Context: an optimization exercise on an open-source flow, tuned for small area, a short achievable clock period and few clock cycles per item. The choices shown serve that exercise and are no tape-out recipe.
The RTL was checked by simulation tests, not by an equivalence proof against the original design.

File: run.sh
#!/bin/bash
# synth_recipe.tcl (not shown) runs the flow's synth.tcl, then flattens the netlist and writes it again
# the make line also repeats each setting of config.mk as NAME=value (left out here)
make -C /OpenROAD-flow-scripts/flow DESIGN_CONFIG=/design/flow/config.mk WORK_HOME=/design/flow/orfs CLKGATE_MAP_FILE= SYNTH_SCRIPT=/design/flow/synth_recipe.tcl finish
File: config.mk
export PLATFORM = sky130hd
export DESIGN_NAME = loop_sample
export DESIGN_NICKNAME = loop_sample
export VERILOG_FILES = /design/flow/design.v
export SDC_FILE = /design/flow/constraint.sdc
export NUM_CORES = 4
export LEC_CHECK = 0
export ABC_AREA = 1
export CAP_MARGIN = 20
export CORE_MARGIN = 2
export CORE_UTILIZATION = 40
export GPL_ROUTABILITY_DRIVEN = 1
export PLACE_DENSITY = 0.5
export SETUP_SLACK_MARGIN = 5
export SLEW_MARGIN = 20
File: constraint.sdc
create_clock -name core_clock -period 24.0 [get_ports {clk}]
set_input_delay 4.8000 -clock core_clock [delete_from_list [all_inputs] [get_ports {clk}]]
set_output_delay 4.8000 -clock core_clock [all_outputs]
set_load 0.01 [all_outputs]
File: design.v
module loop_sample (
    input  wire        clk,
    input  wire        rst,
    input  wire        cfg_we,
    input  wire [5:0]  cfg_addr,
    input  wire [31:0] cfg_wdata,
    input  wire        init,
    input  wire [31:0] init_last,
    input  wire        hold,
    input  wire        start,
    input  wire [31:0] sp_in,
    input  wire [31:0] fb_raw,
    input  wire [31:0] ff_raw,
    input  wire        ff_present,
    input  wire        blocked,
    output reg         busy,
    output reg         done,
    output wire [31:0] out_value,
    output wire        clipped,
    output wire        rate_limited,
    output wire        at_limit,
    output wire        suspended
);
    reg  [2:0]  c_type;
    reg  [2:0]  c_sections;
    reg         c_dmeas;
    reg         c_ff_en;
    reg         c_sp_direct;
    reg         c_outer;           
    reg  [1:0]  c_range;           
    reg  signed [31:0] c_in_offset;
    reg  signed [31:0] c_in_mul;
    reg  [5:0]  c_in_shift;
    reg  [5:0]  c_ff_shift;
    reg  [5:0]  c_out_shift;
    reg  signed [31:0] c_ff_mul;
    reg  signed [31:0] c_out_offset;
    reg  signed [31:0] c_offs;         
    reg  signed [31:0] c_out_mul;
    reg  signed [31:0] c_out_low;
    reg  signed [31:0] c_out_high;
    reg  [31:0] c_step_up;
    reg  [31:0] c_step_down;
    reg  signed [15:0] c_i_init;
    reg  signed [15:0] c_mant [0:19];
    reg  [4:0]  c_rs   [0:19];     
    always @(posedge clk) begin
        if (cfg_we) begin
            case (cfg_addr)
                6'd0: begin
                    c_type      <= cfg_wdata[2:0];
                    c_sections  <= cfg_wdata[6:4];
                    c_dmeas     <= cfg_wdata[8];
                    c_ff_en     <= cfg_wdata[9];
                    c_sp_direct <= cfg_wdata[10];
                    c_outer     <= (cfg_wdata[23:16] == 8'hFF);
                    c_offs      <= (cfg_wdata[23:16] == 8'hFF) ? 32'sd0 : c_out_offset;
                    if (cfg_wdata[23:16] <= 8'h05)
                        c_range <= 2'd0;
                    else if (cfg_wdata[23:16] >= 8'h10 && cfg_wdata[23:16] <= 8'h17)
                        c_range <= 2'd1;
                    else if (cfg_wdata[23:16] == 8'h20 || cfg_wdata[23:16] == 8'h21)
                        c_range <= 2'd2;
                    else
                        c_range <= 2'd3;
                end
                6'd1:  c_in_offset  <= cfg_wdata;
                6'd2:  c_in_mul     <= cfg_wdata;
                6'd3: begin
                    c_in_shift  <= cfg_wdata[5:0];
                    c_ff_shift  <= cfg_wdata[13:8];
                    c_out_shift <= cfg_wdata[21:16];
                end
                6'd4:  c_ff_mul     <= cfg_wdata;
                6'd5: begin
                    c_out_offset <= cfg_wdata;
                    c_offs       <= c_outer ? 32'sd0 : cfg_wdata;
                end
                6'd6:  c_out_mul    <= cfg_wdata;
                6'd7:  c_out_low    <= cfg_wdata;
                6'd8:  c_out_high   <= cfg_wdata;
                6'd9:  c_step_up    <= cfg_wdata;
                6'd10: c_step_down  <= cfg_wdata;
                6'd11: c_i_init     <= cfg_wdata[15:0];
                default: ;
            endcase
            if (cfg_addr >= 6'd32 && cfg_addr < 6'd52) begin
                c_mant[cfg_addr[4:0]] <= cfg_wdata[15:0];
                c_rs[cfg_addr[4:0]]   <= 5'd8 - cfg_wdata[20:16];
            end
        end
    end
    reg signed [31:0] range_lo, range_hi;
    always @(*) begin
        case (c_range)
            2'd0:    begin range_lo = 32'sd0;      range_hi = 32'sd25000; end
            2'd1:    begin range_lo = 32'sd0;      range_hi = 32'sd4095;  end
            2'd2:    begin range_lo = -32'sd10000; range_hi = 32'sd10000; end
            default: begin range_lo = -32'sd32768; range_hi = 32'sd32767; end
        endcase
    end
    localparam signed [40:0] MAX40 = 41'sh0_7F_FFFF_FFFF;
    localparam signed [40:0] MIN40 = -41'sh0_80_0000_0000;
    function signed [39:0] sat40;
        input signed [40:0] v;
        begin
            if (v[40] != v[39]) sat40 = v[40] ? MIN40[39:0] : MAX40[39:0];
            else                sat40 = v[39:0];
        end
    endfunction
    function signed [15:0] sat16_17;
        input signed [16:0] v;
        begin
            if (v[16] != v[15]) sat16_17 = v[16] ? 16'sh8000 : 16'sh7FFF;
            else                sat16_17 = v[15:0];
        end
    endfunction
    function signed [15:0] sat16_32;
        input signed [31:0] v;
        begin
            if (v > 32'sd32767)       sat16_32 = 16'sh7FFF;
            else if (v < -32'sd32768) sat16_32 = 16'sh8000;
            else                      sat16_32 = v[15:0];
        end
    endfunction
    function signed [15:0] out16;
        input signed [39:0] a;
        reg signed [26:0] q;
        begin
            q = {a[39], a[39:14]} + 27'sd1;
            if (q[26:16] == 11'h000 || q[26:16] == 11'h7FF)
                out16 = q[16:1];
            else
                out16 = q[26] ? 16'sh8000 : 16'sh7FFF;
        end
    endfunction
    localparam [2:0] P_IDLE = 3'd0,
                     P_WIN  = 3'd1,    
                     P_TRM  = 3'd2,    
                     P_FFO  = 3'd3;    
    reg [2:0] phase;
    reg signed [31:0] d_sp, d_fb;
    reg signed [31:0] d_ff;
    reg               r_ff_ok;
    reg               r_blocked;
    reg               pend_sp, pend_fb, pend_ff;
    reg               k_stale;         
    reg  [64:0] c_k;
    reg signed [15:0] spq, fbq, ffq, e_r;
    reg signed [39:0] acc;
    reg signed [34:0] q35;
    reg               clip_r, susp_r;
    reg [1:0]         j;
    reg [1:0]         k;
    reg               in_sec;
    reg               upd;
    reg [1:0]         upd_j;
    reg signed [39:0] integ, dstate;
    reg signed [16:0] x_prev;
    reg               first;
    reg signed [15:0] s_x1 [0:3];
    reg signed [15:0] s_x2 [0:3];
    reg signed [15:0] s_y1 [0:3];
    reg signed [15:0] s_y2 [0:3];
    reg signed [31:0] last;
    reg               hup, hdn;
    wire signed [15:0] y_ffo;
    reg  signed [31:0] wa;
    reg  signed [31:0] wb;
    reg  [5:0]         ws;
    reg                wk;      
    always @(*) begin
        wk = 1'b0;
        if (phase == P_IDLE) begin
            wb = c_in_mul;
            if (k_stale) begin
                wa = c_in_offset; ws = 6'd0;
            end else begin
                wa = c_sp_direct ? fb_raw : sp_in;
                ws = c_in_shift; wk = 1'b1;
            end
        end else if (phase == P_FFO) begin
            wa = {{16{y_ffo[15]}}, y_ffo}; wb = c_out_mul; ws = c_out_shift;
        end else if (pend_sp) begin
            wa = d_sp; wb = c_in_mul; ws = c_in_shift; wk = 1'b1;
        end else if (pend_fb) begin
            wa = d_fb; wb = c_in_mul; ws = c_in_shift; wk = 1'b1;
        end else begin
            wa = d_ff; wb = c_ff_mul; ws = c_ff_shift;
        end
    end
    wire [64:0] w_rc = (ws == 6'd0) ? 65'd0 : (65'd1 << (ws - 6'd1));
    wire [64:0] w_p;
    ls_mul #(.NA(32), .NB(32), .W(65)) u_wmul (.a(wa), .b(wb), .c(w_rc), .c2(wk ? ~c_k : 65'd0), .cin(wk), .p(w_p));
    wire signed [64:0] w_ps   = w_p;
    wire signed [64:0] w_sh   = w_ps >>> ws;
    wire [64:0] w_x    = w_p ^ {65{w_p[64]}};
    wire [64:0] w_m16  = {65{1'b1}} << (ws + 7'd15);
    wire [64:0] w_m35  = {65{1'b1}} << (ws + 7'd34);
    wire        w_clip = |(w_x & w_m16);
    wire        w_o35  = |(w_x & w_m35);
    wire signed [15:0] w_sat   = w_clip ? (w_p[64] ? 16'sh8000 : 16'sh7FFF) : w_sh[15:0];
    wire signed [15:0] sp_c  = (phase == P_IDLE) ? sat16_32(sp_in) : spq;
    wire signed [15:0] w_e_n = sat16_17({sp_c[15], sp_c} - {w_sh[15], w_sh[15:0]});
    wire signed [15:0] w_e_p = sat16_17({sp_c[15], sp_c} - 17'sd32767);
    wire signed [15:0] w_e_m = sat16_17({sp_c[15], sp_c} + 17'sd32768);
    wire signed [15:0] w_e   = w_clip ? (w_p[64] ? w_e_m : w_e_p) : w_e_n;
    wire signed [34:0] w_sat35 = w_o35 ? (w_p[64] ? -35'sh4_0000_0000 : 35'sh3_FFFF_FFFF) : w_sh[34:0];
    localparam [1:0] X_REG = 2'd0, X_E = 2'd1, X_ACC = 2'd2;
    reg signed [15:0] ta_m, tb_m, tc_m, ta_x, tb_x, tc_x;
    reg [4:0]         ta_rs, tb_rs, tc_rs;
    reg [1:0]         ta_xs;
    reg               tb_xe;
    wire signed [15:0] acc16 = out16(acc);
    wire acc_pbig = !acc[39] && ((acc[38:30] != 9'd0) || (acc[29:15] == 15'h7FFF));
    wire acc_nbig =  acc[39] && (acc[38:30] != 9'h1FF);
    wire signed [15:0] acc_q = acc_pbig ? 16'sh7FFF : acc_nbig ? 16'sh8000 : acc[30:15];
    wire acc_r = acc[14] && !acc_pbig && !acc_nbig;
    wire signed [15:0] xa = (ta_xs == X_E) ? e_r : (ta_xs == X_ACC) ? acc_q : ta_x;
    wire ta_rr = (ta_xs == X_ACC) && acc_r;
    wire signed [15:0] xb = tb_xe ? e_r : tb_x;
    wire [32:0] ta_rc = (ta_rs > 5'd8) ? (33'd1 << (ta_rs - 5'd9)) : 33'd0;
    wire [32:0] tb_rc = (tb_rs > 5'd8) ? (33'd1 << (tb_rs - 5'd9)) : 33'd0;
    wire [32:0] tc_rc = (tc_rs > 5'd8) ? (33'd1 << (tc_rs - 5'd9)) : 33'd0;
    wire [32:0] ta_p, tb_p, tc_p;
    ls_mul #(.NA(16), .NB(16), .W(33)) u_tamul (.a(xa), .b(ta_m), .c(ta_rc), .c2(ta_rr ? {{17{ta_m[15]}}, ta_m} : 33'd0), .cin(1'b0), .p(ta_p));
    ls_mul #(.NA(16), .NB(16), .W(33)) u_tbmul (.a(xb), .b(tb_m), .c(tb_rc), .c2(33'd0), .cin(1'b0), .p(tb_p));
    ls_mul #(.NA(16), .NB(16), .W(33)) u_tcmul (.a(tc_x), .b(tc_m), .c(tc_rc), .c2(33'd0), .cin(1'b0), .p(tc_p));
    wire signed [40:0] ta_pw = {ta_p, 8'd0};
    wire signed [40:0] tb_pw = {tb_p, 8'd0};
    wire signed [40:0] tc_pw = {tc_p, 8'd0};
    wire signed [40:0] ta_w = ta_pw >>> ta_rs;
    wire signed [40:0] tb_w = tb_pw >>> tb_rs;
    wire signed [40:0] tc_w = tc_pw >>> tc_rs;
    wire signed [39:0] ta = ta_w[39:0];
    wire signed [39:0] tb = tb_w[39:0];
    wire signed [39:0] tc = tc_w[39:0];
    wire ws_pos_t = !ta[39] && (ta != 40'sd0);
    wire ws_neg_t = ta[39];
    wire flip     = !c_outer && c_out_mul[31];
    wire ws_pos   = flip ? ws_neg_t : ws_pos_t;
    wire ws_neg   = flip ? ws_pos_t : ws_neg_t;
    wire susp_w   = r_blocked ||
                    ((ws_pos && (last == c_out_high || hup)) ||
                     (ws_neg && (last == c_out_low  || hdn)));
    wire op_pi = !in_sec && (c_type <= 3'd1) && (k == 2'd0);
    wire op_kd = !in_sec && (c_type <= 3'd1) && (k != 2'd0);
    wire op_a3 = in_sec ? (k == 2'd0) : (c_type > 3'd1);
    wire op_s2 = in_sec && (k != 2'd0);
    wire signed [39:0] u_x  = op_pi ? integ : op_kd ? tb : op_a3 ? ta : acc;
    wire signed [39:0] u_ys = (op_pi && susp_w) ? 40'sd0 : op_a3 ? tb : ta;
    wire               u_yn = op_s2;
    wire signed [40:0] u_y  = u_yn ? ~{u_ys[39], u_ys} : {u_ys[39], u_ys};
    wire signed [39:0] u_zs = op_kd ? acc : op_pi ? tb : op_a3 ? tc : tb;
    wire               u_zn = op_s2 || (op_a3 && !in_sec);
    wire signed [40:0] u_z  = u_zn ? ~{u_zs[39], u_zs} : {u_zs[39], u_zs};
    wire signed [41:0] u_s1 = {{2{u_x[39]}}, u_x} + {u_y[40], u_y} + {41'd0, u_yn};
    wire signed [41:0] u_s2 = {{2{u_x[39]}}, u_x} + {u_y[40], u_y} + {u_z[40], u_z} + {41'd0, u_yn} + {41'd0, u_zn};
    wire signed [41:0] u_zp = {2'b00, MAX40[39:0]} + {u_z[40], u_z} + {41'd0, u_zn};
    wire signed [41:0] u_zm = {2'b11, MIN40[39:0]} + {u_z[40], u_z} + {41'd0, u_zn};
    wire u_s1ok = (u_s1[41:39] == 3'b000) || (u_s1[41:39] == 3'b111);
    wire u_s2ok = (u_s2[41:39] == 3'b000) || (u_s2[41:39] == 3'b111);
    wire signed [39:0] u_n = u_s1ok ? u_s1[39:0] : (u_s1[41] ? MIN40[39:0] : MAX40[39:0]);
    wire signed [39:0] u_r = !u_s1ok ? (u_s1[41] ? sat40(u_zm[40:0]) : sat40(u_zp[40:0])) :
                             u_s2ok ? u_s2[39:0] : (u_s2[41] ? MIN40[39:0] : MAX40[39:0]);
    wire signed [16:0] x_w  = c_dmeas ? -{fbq[15], fbq} : {e_r[15], e_r};
    wire signed [16:0] xp_w = first ? x_w : x_prev;
    wire signed [17:0] dxd  = {x_w[16], x_w} - {xp_w[16], xp_w};
    wire signed [15:0] dx_w = (dxd > 18'sd32767) ? 16'sh7FFF :
                              (dxd < -18'sd32768) ? 16'sh8000 : dxd[15:0];
    wire [1:0] j_last   = (c_type == 3'd3) ? (c_sections[1:0] - 2'd1) : c_sections[1:0];
    wire       ctl_last = (c_type == 3'd1) ? (k != 2'd0) : 1'b1;
    wire       sec_last = (k != 2'd0);
    wire       trm_end  = in_sec ? (sec_last && (j == j_last)) : (ctl_last && (c_sections == 3'd0));
    reg        n_sec;
    reg [1:0]  n_j, n_k;
    always @(*) begin
        n_sec = in_sec; n_j = j; n_k = 2'd1;
        if (phase != P_TRM) begin
            n_sec = (c_type == 3'd3); n_j = 2'd0; n_k = 2'd0;
        end else if (!in_sec) begin
            if (ctl_last) begin n_sec = 1'b1; n_j = 2'd1; n_k = 2'd0; end
        end else if (sec_last) begin
            n_j = j + 2'd1; n_k = 2'd0;
        end
    end
    reg signed [15:0] na_x, nb_x, nc_x;
    reg [1:0]         na_xs;
    reg               nb_xe;
    always @(*) begin
        na_x = s_y1[n_j]; nb_x = s_y2[n_j]; nc_x = s_x2[n_j];
        na_xs = X_REG; nb_xe = 1'b0;
        if (!n_sec) begin
            if (c_type <= 3'd1) begin
                if (n_k == 2'd0) begin
                    na_xs = X_E;                      
                    nb_xe = 1'b1;                     
                end else begin
                    na_x = dx_w;                      
                    nb_x = out16(dstate);             
                end
            end else begin
                na_xs = X_E;                          
                nb_x  = s_x1[0];                      
                nc_x  = s_y1[0];                      
            end
        end else if (n_k == 2'd0) begin
            na_xs = (c_type == 3'd3 && n_j == 2'd0) ? X_E : X_ACC;    
            nb_x  = s_x1[n_j];                                        
            nc_x  = s_x2[n_j];                                        
        end
    end
    reg [20:0] na_c, nb_c, nc_c;
    reg [20:0] cs0, cs1, cs2, cs3, cs4;
    always @(*) begin
        case (n_j)
            2'd0: begin cs0 = {c_rs[0],  c_mant[0]};  cs1 = {c_rs[1],  c_mant[1]};  cs2 = {c_rs[2],  c_mant[2]};
                        cs3 = {c_rs[3],  c_mant[3]};  cs4 = {c_rs[4],  c_mant[4]};  end
            2'd1: begin cs0 = {c_rs[5],  c_mant[5]};  cs1 = {c_rs[6],  c_mant[6]};  cs2 = {c_rs[7],  c_mant[7]};
                        cs3 = {c_rs[8],  c_mant[8]};  cs4 = {c_rs[9],  c_mant[9]};  end
            2'd2: begin cs0 = {c_rs[10], c_mant[10]}; cs1 = {c_rs[11], c_mant[11]}; cs2 = {c_rs[12], c_mant[12]};
                        cs3 = {c_rs[13], c_mant[13]}; cs4 = {c_rs[14], c_mant[14]}; end
            default: begin cs0 = {c_rs[15], c_mant[15]}; cs1 = {c_rs[16], c_mant[16]}; cs2 = {c_rs[17], c_mant[17]};
                        cs3 = {c_rs[18], c_mant[18]}; cs4 = {c_rs[19], c_mant[19]}; end
        endcase
        nc_c = cs2;
        if (n_sec) begin
            na_c = (n_k == 2'd0) ? cs0 : cs3;
            nb_c = (n_k == 2'd0) ? cs1 : cs4;
        end else begin
            na_c = (n_k != 2'd0) ? {c_rs[2], c_mant[2]} :
                   (c_type <= 3'd1) ? {c_rs[1], c_mant[1]} : {c_rs[0], c_mant[0]};
            nb_c = (n_k != 2'd0) ? {c_rs[3], c_mant[3]} :
                   (c_type <= 3'd1) ? {c_rs[0], c_mant[0]} : {c_rs[1], c_mant[1]};
        end
    end
    wire signed [15:0] na_m  = na_c[15:0];
    wire        [4:0]  na_rs = na_c[20:16];
    wire signed [15:0] nb_m  = nb_c[15:0];
    wire        [4:0]  nb_rs = nb_c[20:16];
    wire signed [15:0] nc_m  = nc_c[15:0];
    wire        [4:0]  nc_rs = nc_c[20:16];
    wire signed [31:0] offs = c_offs;
    wire signed [35:0] raw  = {q35[34], q35} + {{4{offs[31]}}, offs};
    wire signed [35:0] last_w = {{4{last[31]}}, last};
    wire signed [35:0] hi_lim = last_w + {4'd0, c_step_up};
    wire signed [35:0] lo_lim = last_w - {4'd0, c_step_down};
    wire rl_up = (c_step_up != 32'd0) && (raw > hi_lim);
    wire rl_dn = (c_step_down != 32'd0) && (raw < lo_lim);
    wire signed [35:0] v0 = rl_up ? hi_lim : rl_dn ? lo_lim : raw;
    wire signed [31:0] c_lo = (c_out_low  < range_lo) ? range_lo : (c_out_low  > range_hi) ? range_hi : c_out_low;
    wire signed [31:0] c_hi = (c_out_high < range_lo) ? range_lo : (c_out_high > range_hi) ? range_hi : c_out_high;
    wire signed [35:0] c_lo36 = c_lo;
    wire signed [35:0] c_hi36 = c_hi;
    wire signed [31:0] v = (v0 < c_lo36) ? c_lo : (v0 > c_hi36) ? c_hi : v0[31:0];
    wire lim_at = (c_lo >= c_hi) || (v0 <= c_lo36) || (v0 >= c_hi36);
    assign out_value    = v;
    assign rate_limited = rl_up || rl_dn;
    assign at_limit     = lim_at;
    assign clipped      = clip_r;
    assign suspended    = susp_r;
    wire signed [15:0] ff_v  = r_ff_ok ? ffq : 16'sd0;
    wire        y_top  = acc_pbig || (acc[30:15] == 16'sh7FFF && acc[14]);
    wire signed [15:0] y_hi  = ff_v[15] ? (16'sh7FFF + ff_v) : 16'sh7FFF;
    wire signed [15:0] y_lo  = ff_v[15] ? 16'sh8000 : (16'sh8000 + ff_v);
    wire signed [17:0] y_sum = {{2{acc[30]}}, acc[30:15]} + {17'd0, acc[14]} + {{2{ff_v[15]}}, ff_v};
    wire signed [15:0] y_acc = y_top ? y_hi : acc_nbig ? y_lo :
                               (y_sum > 18'sd32767) ? 16'sh7FFF :
                               (y_sum < -18'sd32768) ? 16'sh8000 : y_sum[15:0];
    wire signed [15:0] y_sp  = sat16_17({spq[15], spq} + {ff_v[15], ff_v});
    assign y_ffo = (c_type <= 3'd3) ? y_acc : y_sp;
    integer i;
    always @(posedge clk) begin
        if (rst) begin
            phase <= P_IDLE;
            k_stale <= 1'b0;
            busy  <= 1'b0;
            done  <= 1'b0;
        end else begin
            done <= 1'b0;
            ta_m  <= na_m; ta_rs <= na_rs;
            tb_m  <= nb_m; tb_rs <= nb_rs;
            tc_m  <= nc_m; tc_rs <= nc_rs;
            ta_x  <= na_x;  ta_xs <= na_xs;
            tb_x  <= nb_x;  tb_xe <= nb_xe;
            tc_x  <= nc_x;
            if (phase == P_WIN || phase == P_TRM) begin
                if (pend_sp) begin
                    spq     <= w_sat;
                    pend_sp <= 1'b0;
                    if (w_clip) clip_r <= 1'b1;
                end else if (pend_fb) begin
                    fbq     <= w_sat;
                    e_r     <= w_e;
                    pend_fb <= 1'b0;
                    if (w_clip) clip_r <= 1'b1;
                end else if (pend_ff) begin
                    ffq     <= w_sat;
                    pend_ff <= 1'b0;
                    if (w_clip) clip_r <= 1'b1;
                end
            end
            if (upd) begin
                s_y2[upd_j] <= s_y1[upd_j];
                s_y1[upd_j] <= acc16;
                upd <= 1'b0;
            end
            if (phase == P_IDLE) begin
                d_sp      <= sp_in;
                d_fb      <= fb_raw;
                d_ff      <= ff_raw;
                if (k_stale) c_k <= w_p;
                k_stale   <= cfg_we && (cfg_addr == 6'd1 || cfg_addr == 6'd2);
                r_ff_ok   <= c_ff_en && ff_present;
                r_blocked <= blocked;
            end
            if (done) begin
                last  <= v;
                hup   <= rl_up;
                hdn   <= rl_dn;
                first <= 1'b0;
            end
            case (phase)
                P_IDLE: begin
                    if (init) begin
                        integ  <= (c_type <= 3'd1) ? {{9{c_i_init[15]}}, c_i_init, 15'd0} : 40'sd0;
                        dstate <= 40'sd0;
                        x_prev <= 17'sd0;
                        first  <= 1'b1;
                        for (i = 0; i < 4; i = i + 1) begin
                            s_x1[i] <= 16'sd0;
                            s_x2[i] <= 16'sd0;
                            s_y1[i] <= 16'sd0;
                            s_y2[i] <= 16'sd0;
                        end
                        last <= init_last;
                        hup  <= 1'b0;
                        hdn  <= 1'b0;
                    end else if (hold) begin
                        last <= 32'sd0;
                        hup  <= 1'b0;
                        hdn  <= 1'b0;
                    end else if (start) begin
                        if (c_sp_direct) begin
                            spq    <= sat16_32(sp_in);
                            fbq    <= w_sat;
                            clip_r <= w_clip && (c_type <= 3'd3) && !k_stale;
                        end else begin
                            spq    <= w_sat;
                            fbq    <= 16'sd0;
                            clip_r <= w_clip && !k_stale;
                        end
                        ffq       <= 16'sd0;
                        susp_r    <= blocked;
                        pend_sp   <= !c_sp_direct && k_stale;
                        pend_fb   <= (c_type <= 3'd3) && (!c_sp_direct || k_stale);
                        pend_ff   <= c_ff_en && ff_present;
                        busy      <= 1'b1;
                        in_sec    <= (c_type == 3'd3);
                        j         <= 2'd0;
                        k         <= 2'd0;
                        e_r       <= w_e;
                        if (c_type > 3'd3 && !(c_ff_en && ff_present) && !(k_stale && !c_sp_direct))
                            phase <= P_FFO;
                        else if (c_type <= 3'd3 && c_sp_direct && !k_stale)
                            phase <= P_TRM;      
                        else
                            phase <= P_WIN;
                    end
                end
                P_WIN: begin
                    in_sec  <= (c_type == 3'd3);
                    j       <= 2'd0;
                    k       <= 2'd0;
                    if (!pend_sp && !pend_fb) e_r <= sat16_17({spq[15], spq} - {fbq[15], fbq});
                    if (c_type <= 3'd3) begin
                        if (!pend_sp) phase <= P_TRM;
                    end else begin
                        if (!(pend_sp && pend_ff)) phase <= P_FFO;
                    end
                end
                P_TRM: begin
                    in_sec <= n_sec;
                    j      <= n_j;
                    k      <= n_k;
                    acc    <= u_r;
                    if (!in_sec) begin
                        if (c_type <= 3'd1) begin
                            if (k == 2'd0) begin
                                susp_r <= susp_w;
                                integ  <= u_n;
                            end else begin
                                dstate <= u_n;
                                x_prev <= x_w;
                            end
                        end else begin
                            s_x2[0] <= s_x1[0];
                            s_x1[0] <= e_r;
                            upd   <= 1'b1;
                            upd_j <= 2'd0;
                        end
                    end else if (k == 2'd0) begin
                        s_x2[j] <= s_x1[j];
                        s_x1[j] <= (ta_xs == X_ACC) ? acc16 : xa;
                    end else begin
                        upd   <= 1'b1;
                        upd_j <= j;
                    end
                    if (trm_end) phase <= P_FFO;
                end
                P_FFO: begin
                    q35   <= c_outer ? {{19{y_ffo[15]}}, y_ffo} : w_sat35;
                    done  <= 1'b1;
                    busy  <= 1'b0;
                    phase <= P_IDLE;
                end
                default: begin
                    phase <= P_IDLE;
                    busy  <= 1'b0;
                end
            endcase
        end
    end
endmodule
module ls_mul #(
    parameter NA = 16,       
    parameter NB = 16,       
    parameter W  = 33        
) (
    input  wire [NA-1:0] a,
    input  wire [NB-1:0] b,
    input  wire [W-1:0]  c,
    input  wire [W-1:0]  c2,
    input  wire          cin,
    output wire [W-1:0]  p
);
    localparam NPP = NB / 2;
    localparam NR0 = NPP + 3;
    function integer nxt;
        input integer r;
        begin
            nxt = 2 * (r / 3) + (r % 3);
        end
    endfunction
    function integer nlev;
        input integer r;
        integer n;
        begin
            n = 0;
            while (r > 2) begin
                r = nxt(r);
                n = n + 1;
            end
            nlev = n;
        end
    endfunction
    function integer loff;
        input integer l;
        integer i, r, o;
        begin
            r = NR0; o = 0;
            for (i = 0; i < l; i = i + 1) begin
                o = o + r;
                r = nxt(r);
            end
            loff = o;
        end
    endfunction
    function integer lcnt;
        input integer l;
        integer i, r;
        begin
            r = NR0;
            for (i = 0; i < l; i = i + 1) r = nxt(r);
            lcnt = r;
        end
    endfunction
    localparam NL   = nlev(NR0);
    localparam NTOT = loff(NL) + 2;
    wire [W-1:0] rows [0:NTOT-1];
    wire [NA:0] ae  = {a[NA-1], a};
    wire [NB:0] be  = {b, 1'b0};
    wire [W-1:0] negrow;
    wire [W-1:0] konst;
    genvar i, k, l;
    generate
        for (i = 0; i < NPP; i = i + 1) begin : pp
            wire b0 = be[2*i];
            wire b1 = be[2*i+1];
            wire b2 = be[2*i+2];
            wire one = b1 ^ b0;
            wire two = (b2 & ~b1 & ~b0) | (~b2 & b1 & b0);
            wire neg = b2;
            wire [NA:0] sel;
            for (k = 0; k <= NA; k = k + 1) begin : bt
                if (k == 0)
                    assign sel[k] = one & ae[0];
                else
                    assign sel[k] = (one & ae[k]) | (two & ae[k-1]);
            end
            wire [NA:0] ppv = sel ^ {(NA+1){neg}};
            wire [NA:0] rowb = {~ppv[NA], ppv[NA-1:0]};
            wire [1:0]  lowb = (i == 0) ? 2'b00 : {1'b0, negrow[(i == 0) ? 0 : 2*i-2]};
            if (i == 0) begin : r0
                assign rows[i] = {{(W-NA-1){1'b0}}, rowb};
            end else if (2*i + NA + 1 <= W) begin : rm
                assign rows[i] = {{(W-2*i-NA-1){1'b0}}, rowb, lowb, {(2*i-2){1'b0}}};
            end else begin : rt
                assign rows[i] = {rowb[W-2*i-1:0], lowb, {(2*i-2){1'b0}}};
            end
            assign negrow[2*i]   = neg;
            assign negrow[2*i+1] = 1'b0;
        end
        if (W > NB) begin : negpad
            assign negrow[W-1:NB] = {(W-NB){1'b0}};
        end
    endgenerate
    function [W-1:0] kval;
        input integer dummy;
        integer q;
        reg [W-1:0] s;
        begin
            s = {W{1'b0}};
            for (q = 0; q < NPP; q = q + 1)
                s = s - ({{(W-1){1'b0}}, 1'b1} << (2*q + NA));
            kval = s;
        end
    endfunction
    assign konst = kval(0) | ({{(W-1){1'b0}}, negrow[2*NPP-2]} << (2*NPP-2)) | {{(W-1){1'b0}}, cin};
    assign rows[NPP]     = konst;
    assign rows[NPP + 1] = c;
    assign rows[NPP + 2] = c2;
    generate
        for (l = 0; l < NL; l = l + 1) begin : lv
            localparam integer IO = loff(l);
            localparam integer IN = lcnt(l);
            localparam integer OO = loff(l + 1);
            localparam integer NG = IN / 3;
            for (k = 0; k < NG; k = k + 1) begin : csa
                wire [W-1:0] x = rows[IO + 3*k];
                wire [W-1:0] y = rows[IO + 3*k + 1];
                wire [W-1:0] z = rows[IO + 3*k + 2];
                wire [W-1:0] cy = (x & y) | (x & z) | (y & z);
                assign rows[OO + 2*k]     = x ^ y ^ z;
                assign rows[OO + 2*k + 1] = {cy[W-2:0], 1'b0};
            end
            for (k = 0; k < IN % 3; k = k + 1) begin : pass
                assign rows[OO + 2*NG + k] = rows[IO + 3*NG + k];
            end
        end
    endgenerate
    assign p = rows[loff(NL)] + rows[loff(NL) + 1];
endmodule
==> impl_metrics.json <==
{
  "status": "finished clean",
  "synth_common_cells": "5546 x nand2_1, 3119 x inv_1, 1909 x nand3_1",
  "drtPass1Iterations": 7,
  "portBuffers": 211,
  "cp-start-kind": "primary input",
  "slowest_delay_ns": 0.90,
  "ys_ff_latch": 1597,
  "drt-met1-wl_um": 339000,
  "clk_pin_slew_ns": 0.06,
  "r2r-end": "e_r[12]",
  "drive_above_1_share_pct": 5.31,
  "critPathArrivalTime_ns": 18.66,
  "drv_slew": 0,
  "synth.top_cell.area_share_pct": 25.5,
  "rr_worst_depth": 74,
  "cts_tree": "built",
  "grt_pass1_wl_um": 1140000,
  "io_pins": 212,
  "hold_path.class": "register to register",
  "ant_nets": 0,
  "grt_pass1_vias": 156000,
  "n_fill_cell": 44300,
  "detailroute.via_count": 167000,
  "wl_per_cell_um": 28.0,
  "required_ns": 24.64,
  "fin_nets": 25100,
  "worst_pin_slew_ns": 1.27,
  "critPathMaxFanout": 31,
  "area_growth_pct": 9.09,
  "setup_viol": 0,
  "yosys.area.top_type": "edfxtp_1",
  "core_sq_um": 428000,
  "clock_skew_ns": 0.0637,
  "postSynth.asyncResetShare_pct": 0,
  "multi_input_area_sq_um": 110000,
  "cpMaxStageDelayCell": "o21ai_0",
  "worst_slack_ns": 5.98,
  "syn_inst": 23100,
  "post-route-period-util_pct": 75.1,
  "cts-root-buf": "clkbuf_16",
  "gr-total-overflow": 0,
  "regArea_sq_um": 46600,
  "globalplace.congestion": 1.05,
  "track_usage_pct": 35.9,
  "design.die.area_sq_um": 436000,
  "critPathCaptureType": "register",
  "grt_setup_unrepaired": "yes",
  "insertion_delay_ns": 0.94,
  "synth-edff-count": 1460,
  "dr.max_layer_used": "met5",
  "ys.flop_type": "edfxtp_1",
  "fmax_mhz": 55.5,
  "yosysWarnings": 3,
  "r2r_slack_ns": 6.03,
  "dp_hpwl_um": 617000,
  "drc": 0,
  "synth_area_sq_um": 172000,
  "cp_common_cell": "nand2_1",
  "clockBufferDepth": 4,
  "hold_path_depth": 2,
  "synth.most_common_cell": "nand2_1",
  "slew_headroom_pct": 15.0,
  "htree_levels": 4,
  "drt_iter0_drc": 20900,
  "synthTopCellsByArea": "edfxtp_1 25%, nand2_1 12%, fa_1 11%, ha_1 8.4%, inv_1 6.8%",
  "post-place-ws_ns": 5.33,
  "antenna_found_initial": 83,
  "die_h_um": 660,
  "totalWireLength_um": 809000,
  "synth_area_per_cell_sq_um": 7.44,
  "wl_met3_um": 76200,
  "period_needed_ns": 18.02,
  "cts_buffers": 193,
  "initial_core_util_pct": 40.2,
  "ys_types": 84,
  "min_from": "c_i_init[9]",
  "wl_met2_um": 348000,
  "worstSetupPathType": "primary input to register",
  "ys_seq_area_share_pct": 27.1,
  "fp-row-count": 240,
  "finalHoldViolCount": 0,
  "cts_sinks": 1597,
  "via_per_inst": 5.79,
  "drv_cap": 0,
  "crit_path_start": "fb_raw[6]",
  "whs_endpoint": "integ[24]",
  "grt_max_degree": 105,
  "tns_ns": 0,
  "die_w_um": 660,
  "reg2reg_from": "pend_sp"
}
logic make-up after synthesis:
| kind of cell | synth area share (%) |
|---|---|
| simple gates | 23.4 |
| xor+xnor | 6.90 |
| fa+ha+maj | 19.0 |
| other cells | 0.00436 |
| mux | 0.111 |
| compound gates | 13.8 |
| buf+inv | 9.72 |
| flops | 27.1 |
state kept, by name (all words and copies together), names as in the netlist, 35 cells and up, named ones only:
name,flops
s_x1,64
c_mant,320
integ,40
q35,35
s_y1,64
s_x2,64
c_rs,100
s_y2,64
c_k,65
acc,40
worst max-delay path by stage:
stage                         end  cells past startpoint
floorplan                 e_r[14]                     64
global placement          e_r[14]                     60
detailed placement         e_r[7]                     63
CTS                 out_value[11]                     49
global route               e_r[7]                     96
finish                    e_r[12]                     66
cell usage in the layout (no fill, tap or decap), types with 218 or more instances in the layout:
master    synthesis  routed
xor2_1         1153    1149
nand4_1         218     218
nor2_1         1417    1368
edfxtp_1       1460    1460
nand3_1        1909    1909
inv_1          3119    3112
a21oi_1        1014    1008
o22ai_1         640     639
nand2_1        5546    5540
buf_4            25     448
fa_1            913     913
ha_1           1155    1153
o21ai_0        1503    1488
critical path: cells and delay by family:
family / cells / cell delay [ns]
compound gates: 16 / 4.22
xor+xnor: 3 / 1.04
fa+ha+maj: 8 / 3.53
buf+inv: 11 / 1.97
simple gates: 28 / 3.04
area by class of cell:
class | count | share of cell area, %
multi-input combinational | 17200 | 58.5
sequential | 1597 | 24.8
inverter | 3233 | 6.47
tap | 5687 | 3.79
timing repair buffer | 666 | 2.94
clock buffer | 239 | 2.72
clock inverter | 114 | 0.638
antenna | 121 | 0.161
per-layer routing:
layer / vias up / GRT usage (%)
li1: 76200 / -
met1: 81300 / 48.9
met2: 8132 / 54.4
met3: 1497 / 7.07
met4: 32 / 17.4
met5: - / 0
metrics by stage:
stage / hold WS [ns] / cell area, sq um / instances / utilization [%]
floorplan: 0.494 / 172000 / 23200 / -
global placement: 0.512 / 181000 / 28400 / 42.3
detailed placement: 0.520 / 181000 / 28400 / 42.3
CTS: 0.525 / 187000 / 28700 / 43.8
global route: 0.550 / 188000 / 28800 / 43.9
finish: 0.527 / 188000 / 28900 / 43.9
what timing repair did:
| action | 4_1_cts | 5_1_grt |
|---|---|---|
| hold buffers | 0 | 0 |
| resized for setup | 0 | 7 |
| buffers inserted | 0 | 4 |
| setup endpoints to repair | 0 | 54 |
Testbench counts, summed over its fixed seeds: cycles 83,038, samples 12,288.

-- afterwards: timing with drivers on the ports --
The flow's constraints put no driver on any port. The routed layout listed below was extracted and timed again, unchanged, in two steps.
Step 1: set_driving_cell puts a clkbuf_16 on clk and a buf_2 on each other input, an assumption about the parent block.
Step 2 moves the port delays by t, midway between the first and last clock arrival at a register: inputs arrive t later, outputs are due t later. That takes back most of the time a late clock gives input paths.
Three values: ideal, step 1, step 2; two values: the first two.
shift t [ns]: 1.024
setup slack, ns: 5.982 / 5.935 / 4.973
worst hold slack (ns): 0.527 / 0.527 / 0.527
worst setup path after step 2: input to register
worst slew at a driven data input, ns: 0.28
After both steps this run still meets setup and hold. The setup slack of this run moves by -0.047 ns with the drivers and by -1.009 ns with both steps.
